This design comes from an exercise in tuning for small area, a short achievable clock period and few clock cycles on the open sky130 flow, not from production work.
No functional check of the RTL was part of this run.
Power is estimated from default activity; no workload was simulated.

## design/flow/config.mk

```make
export PLATFORM = sky130hd
export DESIGN_NAME = sha256_raw
export DESIGN_NICKNAME = sha256_raw
export VERILOG_FILES = /design/flow/design.v
export SDC_FILE = /design/flow/constraint.sdc
export NUM_CORES = 4
export LEC_CHECK = 0
export CAP_MARGIN = 20
export CORE_MARGIN = 2
export CORE_UTILIZATION = 40
export SETUP_SLACK_MARGIN = 5
export SLEW_MARGIN = 20
```

## design/flow/constraint.sdc

```tcl
create_clock -name core_clock -period 10.0 [get_ports {clk}]
set_input_delay 2.0000 -clock core_clock [delete_from_list [all_inputs] [get_ports {clk}]]
set_output_delay 2.0000 -clock core_clock [all_outputs]
set_load 0.01 [all_outputs]
```

## design/flow/design.v

```verilog
module sha256_raw (
    input  wire         clk,
    input  wire         rst,           
    input  wire         start,         
    input  wire         init,          
    input  wire [255:0] state_in,      
    input  wire [7:0]   nblk,          
    output wire         idle,
    output reg          done,          
    output wire [255:0] state_out,
    input  wire         msg_valid,
    input  wire [31:0]  msg_data,
    output wire         msg_ready
);
    reg         busy;           
    reg         pre;            
    reg  [5:0]  t;              
    reg  [7:0]  left;           
    reg         f60, f61, f62, f63, fb, last, needword;
    reg  [31:0] h0, h1, h2, h3, h4, h5, h6, h7;    
    reg  [31:0] A, B, C, E, F, G, T;
    reg  [31:0] XT;             
    reg  [31:0] XE;             
    reg  [31:0] P;              
    reg  [31:0] w [0:15];       
    wire en = busy & (~needword | msg_valid);
    assign idle      = ~busy;
    assign msg_ready = busy & needword;
    assign state_out = {h0, h1, h2, h3, h4, h5, h6, h7};
    reg [31:0] kn;
    always @(*) begin
        case (t)
            6'd0:  kn = 32'he9b5dba5; 6'd1:  kn = 32'h3956c25b;
            6'd2:  kn = 32'h59f111f1; 6'd3:  kn = 32'h923f82a4;
            6'd4:  kn = 32'hab1c5ed5; 6'd5:  kn = 32'hd807aa98;
            6'd6:  kn = 32'h12835b01; 6'd7:  kn = 32'h243185be;
            6'd8:  kn = 32'h550c7dc3; 6'd9:  kn = 32'h72be5d74;
            6'd10: kn = 32'h80deb1fe; 6'd11: kn = 32'h9bdc06a7;
            6'd12: kn = 32'hc19bf174; 6'd13: kn = 32'he49b69c1;
            6'd14: kn = 32'hefbe4786; 6'd15: kn = 32'h0fc19dc6;
            6'd16: kn = 32'h240ca1cc; 6'd17: kn = 32'h2de92c6f;
            6'd18: kn = 32'h4a7484aa; 6'd19: kn = 32'h5cb0a9dc;
            6'd20: kn = 32'h76f988da; 6'd21: kn = 32'h983e5152;
            6'd22: kn = 32'ha831c66d; 6'd23: kn = 32'hb00327c8;
            6'd24: kn = 32'hbf597fc7; 6'd25: kn = 32'hc6e00bf3;
            6'd26: kn = 32'hd5a79147; 6'd27: kn = 32'h06ca6351;
            6'd28: kn = 32'h14292967; 6'd29: kn = 32'h27b70a85;
            6'd30: kn = 32'h2e1b2138; 6'd31: kn = 32'h4d2c6dfc;
            6'd32: kn = 32'h53380d13; 6'd33: kn = 32'h650a7354;
            6'd34: kn = 32'h766a0abb; 6'd35: kn = 32'h81c2c92e;
            6'd36: kn = 32'h92722c85; 6'd37: kn = 32'ha2bfe8a1;
            6'd38: kn = 32'ha81a664b; 6'd39: kn = 32'hc24b8b70;
            6'd40: kn = 32'hc76c51a3; 6'd41: kn = 32'hd192e819;
            6'd42: kn = 32'hd6990624; 6'd43: kn = 32'hf40e3585;
            6'd44: kn = 32'h106aa070; 6'd45: kn = 32'h19a4c116;
            6'd46: kn = 32'h1e376c08; 6'd47: kn = 32'h2748774c;
            6'd48: kn = 32'h34b0bcb5; 6'd49: kn = 32'h391c0cb3;
            6'd50: kn = 32'h4ed8aa4a; 6'd51: kn = 32'h5b9cca4f;
            6'd52: kn = 32'h682e6ff3; 6'd53: kn = 32'h748f82ee;
            6'd54: kn = 32'h78a5636f; 6'd55: kn = 32'h84c87814;
            6'd56: kn = 32'h8cc70208; 6'd57: kn = 32'h90befffa;
            6'd58: kn = 32'ha4506ceb; 6'd59: kn = 32'hbef9a3f7;
            6'd60: kn = 32'hc67178f2; 6'd61: kn = 32'h428a2f98;
            6'd62: kn = 32'h71374491; default: kn = 32'hb5c0fbcf;
        endcase
    end
    wire [31:0] S1  = {E[5:0], E[31:6]} ^ {E[10:0], E[31:11]} ^ {E[24:0], E[31:25]};
    wire [31:0] CH  = (E & F) ^ (~E & G);
    wire [31:0] S0  = {A[1:0], A[31:2]} ^ {A[12:0], A[31:13]} ^ {A[21:0], A[31:22]};
    wire [31:0] MJ  = (A & B) | (C & (A | B));
    wire [31:0] as1 = T ^ S0 ^ MJ;
    wire [31:0] ac1 = (T & S0) | (MJ & (T | S0));
    wire [31:0] A_new = as1 + {ac1[30:0], 1'b0};
    wire [31:0] ts1 = XT ^ S1 ^ CH;
    wire [31:0] tc1 = (XT & S1) | (CH & (XT | S1));
    wire [31:0] T_new = ts1 + {tc1[30:0], 1'b0};
    wire [31:0] es1 = XE ^ S1 ^ CH;
    wire [31:0] ec1 = (XE & S1) | (CH & (XE | S1));
    wire [31:0] E_new = es1 + {ec1[30:0], 1'b0};
    wire [31:0] hsa   = ({32{f61}} & h3) | ({32{f62}} & h2) | ({32{f63}} & h1);
    wire [31:0] hse   = ({32{f60}} & h7) | ({32{f61}} & h6) | ({32{f62}} & h5);
    wire [31:0] sum_a = hsa + A;
    wire [31:0] sum_e = hse + E;
    wire        zk  = pre & f60;    
    wire [31:0] P_new = kn + w[15];
    wire [31:0] x0  = f61 ? h0 : 32'd0;
    wire [31:0] x4  = f61 ? h4 : 32'd0;
    wire [31:0] gs  = ({32{f62}} & h7) | ({32{~f62}} & G);
    wire [31:0] bs  = ({32{f62}} & h3) | ({32{f63}} & h2) | ({32{fb}} & B);
    wire [31:0] xs1 = gs ^ P ^ x0;
    wire [31:0] xc1 = (gs & P) | (x0 & (gs | P));
    wire [31:0] XT_new = xs1 + {xc1[30:0], 1'b0};
    wire [31:0] qs1 = gs ^ P ^ bs;
    wire [31:0] qc1 = (gs & P) | (bs & (gs | P));
    wire [31:0] qc1s = {qc1[30:0], 1'b0};
    wire [31:0] qs2 = qs1 ^ qc1s ^ x4;
    wire [31:0] qc2 = (qs1 & qc1s) | (x4 & (qs1 | qc1s));
    wire [31:0] XE_new = qs2 + {qc2[30:0], 1'b0};
    wire [31:0] ws0   = {w[1][6:0], w[1][31:7]} ^ {w[1][17:0], w[1][31:18]} ^ (w[1] >> 3);
    wire [31:0] ws1   = {w[14][16:0], w[14][31:17]} ^ {w[14][18:0], w[14][31:19]} ^ (w[14] >> 10);
    wire [31:0] wps   = w[0] ^ w[9] ^ ws0;
    wire [31:0] wpc   = (w[0] & w[9]) | (ws0 & (w[0] | w[9]));
    wire [31:0] wpcs  = {wpc[30:0], 1'b0};
    wire [31:0] wqs   = wps ^ wpcs ^ ws1;
    wire [31:0] wqc   = (wps & wpcs) | (ws1 & (wps | wpcs));
    wire [31:0] wnext = wqs + {wqc[30:0], 1'b0};
    wire [5:0]  tn    = t + 6'd1;
    wire        lastn = (f63 & ~pre) ? (left == 8'd2) : last;
    integer i;
    always @(posedge clk) begin
        if (rst) begin
            busy <= 1'b0;
            done <= 1'b0;
        end else begin
            done <= en & f63 & ~pre & last;
            if (!busy) begin
                if (start) begin
                    busy <= 1'b1;
                    pre  <= 1'b1;
                    t    <= 6'd60;
                    left <= nblk;
                end
            end else if (en) begin
                t <= tn;
                if (f63) begin
                    pre <= 1'b0;
                    if (!pre) begin
                        left <= left - 8'd1;
                        if (last)
                            busy <= 1'b0;
                    end
                end
            end
        end
    end
    always @(posedge clk) begin
        if (!busy) begin
            f60 <= 1'b1; f61 <= 1'b0; f62 <= 1'b0; f63 <= 1'b0; fb <= 1'b1;
            needword <= 1'b1;
            last <= (nblk == 8'd1);
        end else if (en) begin
            f60 <= (tn == 6'd60); f61 <= (tn == 6'd61);
            f62 <= (tn == 6'd62); f63 <= (tn == 6'd63);
            fb  <= (tn != 6'd62) & (tn != 6'd63);
            last <= lastn;
            needword <= (tn <= 6'd11) | ((tn >= 6'd60) & ((pre & ~f63) | ~lastn));
        end
    end
    always @(posedge clk) begin
        if (!busy) begin
            if (init) begin
                h0 <= 32'h6a09e667; h1 <= 32'hbb67ae85;
                h2 <= 32'h3c6ef372; h3 <= 32'ha54ff53a;
                h4 <= 32'h510e527f; h5 <= 32'h9b05688c;
                h6 <= 32'h1f83d9ab; h7 <= 32'h5be0cd19;
            end else begin
                h0 <= state_in[255:224]; h1 <= state_in[223:192];
                h2 <= state_in[191:160]; h3 <= state_in[159:128];
                h4 <= state_in[127:96];  h5 <= state_in[95:64];
                h6 <= state_in[63:32];   h7 <= state_in[31:0];
            end
        end else if (en) begin
            if (f60) h7 <= sum_e;
            if (f61) begin h3 <= sum_a; h6 <= sum_e; end
            if (f62) begin h2 <= sum_a; h5 <= sum_e; h4 <= E_new; end
            if (f63) begin h1 <= sum_a; h0 <= A_new; end
        end
    end
    always @(posedge clk) begin
        if (!busy) begin
            A <= 32'd0; B <= 32'd0; C <= 32'd0; T <= 32'd0;
            E <= 32'd0; F <= 32'd0; G <= 32'd0; XT <= 32'd0; XE <= 32'd0;
            P  <= 32'd0;
        end else if (en) begin
            A  <= A_new;
            B  <= f63 ? sum_a : A;
            C  <= f63 ? h2 : B;
            T  <= T_new;
            E  <= E_new;
            F  <= f62 ? sum_e : E;
            G  <= f62 ? h6 : F;
            XT <= XT_new;
            XE <= XE_new;
            P  <= zk ? 32'd0 : P_new;
        end
    end
    always @(posedge clk) begin
        if (en) begin
            for (i = 0; i < 15; i = i + 1) w[i] <= w[i+1];
            w[15] <= needword ? msg_data : wnext;
        end
    end
endmodule
```

## design/flow/flow/run.sh

```bash
#!/bin/bash
# The standard layout (standard.sh), with the smallest buffer cell on the
# ports instead of the one buffer_ports picks by default.
export BUFFER_PORTS_ARGS="-buffer_cell sky130_fd_sc_hd__buf_1"
bash standard.sh > standard.log 2>&1
```

## design/flow/standard.sh

```bash
#!/bin/bash
# synth_recipe.tcl (not shown) runs the flow's synth.tcl, then flattens the netlist and writes it again
# the make line also repeats each setting of config.mk as NAME=value (left out here)
make -C /OpenROAD-flow-scripts/flow DESIGN_CONFIG=/design/flow/config.mk WORK_HOME=/design/flow/orfs CLKGATE_MAP_FILE= SYNTH_SCRIPT=/design/flow/synth_recipe.tcl "${@:-finish}"
```

==> results.py <==
metrics = {
    "cts": {
        "htreeDepth": 4,
        "clkSinkCount": 1144,
        "path_clk_slew_ps": 60,
        "worstSkewPairLatency_ps": 820,
        "hold_buffers": 0,
        "cts-root-buf": "clkbuf_16",
        "tritoncts": "built",
        "cts_buffers": 134,
        "clock_path_buffers": 3,
    },
    "worst_setup_path": {
        "r2r_start": "E[20]",
        "crit_start": "E[20]",
        "r2r-end": "T[26]",
        "start_kind": "flip-flop",
        "r2r_cells": 15,
        "cp_slowest_cell": "xnor2_1",
        "crit_cells": 15,
        "critical_path.max_fanout": 7,
        "end_kind": "flip-flop",
        "path_buf_inv": 1,
        "endpoint": "T[26]",
        "cp.arrival_ps": 5780,
        "r2r_slack_ps": 4870,
        "worstSetupPathType": "reg2reg",
        "cp_top_family": "compound AO/OA/AOI/OAI gates",
        "critPathMaxStageDelay_ps": 630,
        "path_cells": "xor2_1, xnor2_1, fa_1, inv_1, ha_1, nand2_1, nor3_1, a31oi_1, a21oi_1, nor4bb_1, o21ai_1, o31ai_1, o21ai_0, xnor2_1, o21ai_0",
        "crit_required_ps": 10650,
    },
    "outcome": {
        "outcome": "complete, no violations",
    },
    "timing": {
        "max-slew-margin-rel_pct": 20.4,
        "tns_ps": 0,
        "finalMaxSlewViolations": 0,
        "period_share_pct": 51.3,
        "skew_ps": 53.2,
        "report.final.hold_viol_count": 0,
        "worst_slew_pin_slew_ps": 1190,
        "setup_violations": 0,
        "whs_ps": 397,
        "clock.fmax_ghz": 0.195,
        "period_needed_ps": 5130,
        "grt_setup_unrepaired": "true",
    },
    "synthesis": {
        "yosysWarnings": 2,
        "seq_area_frac_synth_pct": 45.4,
        "ys_seq_elements": 1144,
        "syn_area_mm2": 0.0677,
        "async_flop_share_pct": 0,
        "ys.flop_type": "edfxtp_1",
        "synth_edf_count": 784,
        "synthDistinctLibCells": 100,
        "syn_nets": 7468,
        "syn_area_per_cell_um2": 10.2,
        "synthCells": 6619,
    },
    "global_route": {
        "grt_max_degree": 199,
        "antenna_found_initial": 11,
        "grt_pass1_vias": 52200,
        "grtUsageTotal_pct": 28.8,
        "grt_pass1_wl_um": 365000,
        "gr-total-overflow": 0,
    },
    "route": {
        "wl_per_cell_um": 27.2,
        "drt.antenna.violating_nets": 0,
        "wl_um": 256000,
        "drc_errors": 0,
        "vias": 53800,
        "drtIter0Drc": 5844,
        "dr.pass1.iters": 10,
        "avgViaCountPerCell": 5.71,
    },
    "floorplan": {
        "floorplan.die_area_mm2": 0.173,
        "placementRows": 151,
        "start_util_pct": 40.1,
        "core-area_mm2": 0.169,
        "die_h_um": 416,
        "die_x_um": 416,
        "io-pin-count": 560,
    },
    "placed_design": {
        "place_congestion": 0.961,
        "io_buffer_count": 559,
        "dp_hpwl_um": 192000,
    },
    "final_layout": {
        "n_fill_cell": 16000,
        "largest_register": "w",
        "final_cell_mix": "784 x edfxtp_1, 652 x nand2_1, 596 x inv_1",
        "drive_above_1_share_pct": 7.73,
        "layout_commonest_cell": "edfxtp_1",
        "nets": 7931,
        "largest_register_ffs": 512,
        "final_util_pct": 46.2,
        "syn2layout_area_growth_pct": 15.3,
    },
    "worst_hold_path": {
        "hold_class": "reg2reg",
    },
    "power_and_ir_drop": {
        "power.leakage_uw": 0.0315,
        "peakVddDrop_mv": 0.147,
        "power_density_mw_per_mm2": 253,
    },
    "flow_run": {
        "maxCapViolCount": 0,
    },
}
worst min-delay path by stage:
stage,cells after the start,startpoint,to
detailed placement,0,w[11][19],w[10][19]
CTS,0,w[10][26],w[9][26]
global route,0,w[10][26],w[9][26]
floorplan,0,w[11][0],w[10][0]
finish,0,w[4][16],w[3][16]
global placement,0,w[8][23],w[7][23]
cell families after synthesis:
logic type | share of synthesized area, %
AO/OA/AOI/OAI | 17.6
AND/OR/NAND/NOR | 9.62
flip-flops | 45.4
buffers and inverters | 5.52
adder cells (fa/ha/maj) | 13.1
XOR/XNOR | 6.46
multiplexers | 2.35
per-layer routing:
layer / vias to the layer above / wire length, µm / track usage (%)
met2: 2292 / 120000 / 47.0
met4: 12 / 12000 / 11.7
met1: 26600 / 107000 / 38.7
met5: - / 195 / 0
met3: 408 / 17200 / 3.92
li1: 24400 / - / -
what timing repair did:
item                                    4_1_cts  5_1_grt
resized for setup                            90      113
endpoints found under the setup margin      193      104
buffers inserted                             23       35
pin swaps                                    17       53
cloned                                        6        2
synthesized netlist by cell type, types with 50 or more instances:
master | instances | area share, %
o21bai_1 | 50 | 0.55
a21o_1 | 201 | 2.2
xor2_1 | 196 | 2.5
and2_1 | 56 | 0.52
a31oi_1 | 72 | 0.66
edfxtp_1 | 784 | 35
a222oi_1 | 81 | 1.2
fa_1 | 255 | 7.5
nor3_1 | 74 | 0.55
dfxtp_1 | 360 | 11
o21ai_0 | 359 | 2.7
o21a_1 | 92 | 1.0
a211oi_1 | 97 | 1.1
a22o_1 | 65 | 0.84
nand2_1 | 665 | 3.7
mux2i_1 | 125 | 1.8
xnor2_1 | 301 | 3.9
clkbuf_1 | 332 | 1.8
a21oi_1 | 466 | 3.4
nand2b_1 | 50 | 0.46
inv_1 | 602 | 3.3
ha_1 | 293 | 5.4
nand3_1 | 81 | 0.60
nor2_1 | 361 | 2.0
area by class of cell:
| type | instances | area (µm²) | area share [%] |
|---|---|---|---|
| Multi-Input combinational cell | 4489 | 34100 | 43.7 |
| Sequential cell | 1144 | 30800 | 39.4 |
| Clock buffer | 173 | 3590 | 4.60 |
| Timing Repair Buffer | 702 | 3510 | 4.49 |
| Tap cell | 2218 | 2780 | 3.55 |
| Inverter | 610 | 2310 | 2.96 |
| Clock inverter | 71 | 975 | 1.25 |
| Antenna cell | 6 | 15.0 | 0.0192 |
| Timing Repair inverter | 1 | 5.00 | 0.00641 |
report_power, final:
part,internal [µW],switching [µW]
Clock,2900,2180
Combinational,2850,5130
Sequential,5790,901
stage by stage:
step / instances / setup WS [ps] / power (µW) / area (µm²)
4_1_cts: 9369 / 4930 / 19500 / 77200
2_1_floorplan: 6619 / 5030 / 11400 / 67800
5_1_grt: 9409 / 4830 / 20700 / 78100
3_5_place_dp: 9096 / 3260 / 14300 / 72000
6_report: 9414 / 4870 / 19800 / 78100
3_3_place_gp: 9093 / 3210 / 14300 / 71900

[static timing again, ports no longer ideal]
How much do the figures lean on ideal ports? The routed layout below was timed once more, with nothing changed but the port constraints. Step 1: set_driving_cell puts a clkbuf_16 on clk and a buf_2 on each other input, an assumption about the parent block. Step 2 times the ports against the registers' clock, not the clock port: input delays grow and output delays shrink by t, the midpoint of the rising clock arrivals with the driver on. a / b / c = ideal / step 1 / step 2; a / b = the first two.
shift t [ns]: 0.888
slack for setup (ns): 4.868 / 4.868 / 4.262
worst setup path at the end: input to register
After both steps setup and hold are still met in this run. For this run, drivers alone change the setup slack by 0.000 ns; drivers and shift together by -0.606 ns.
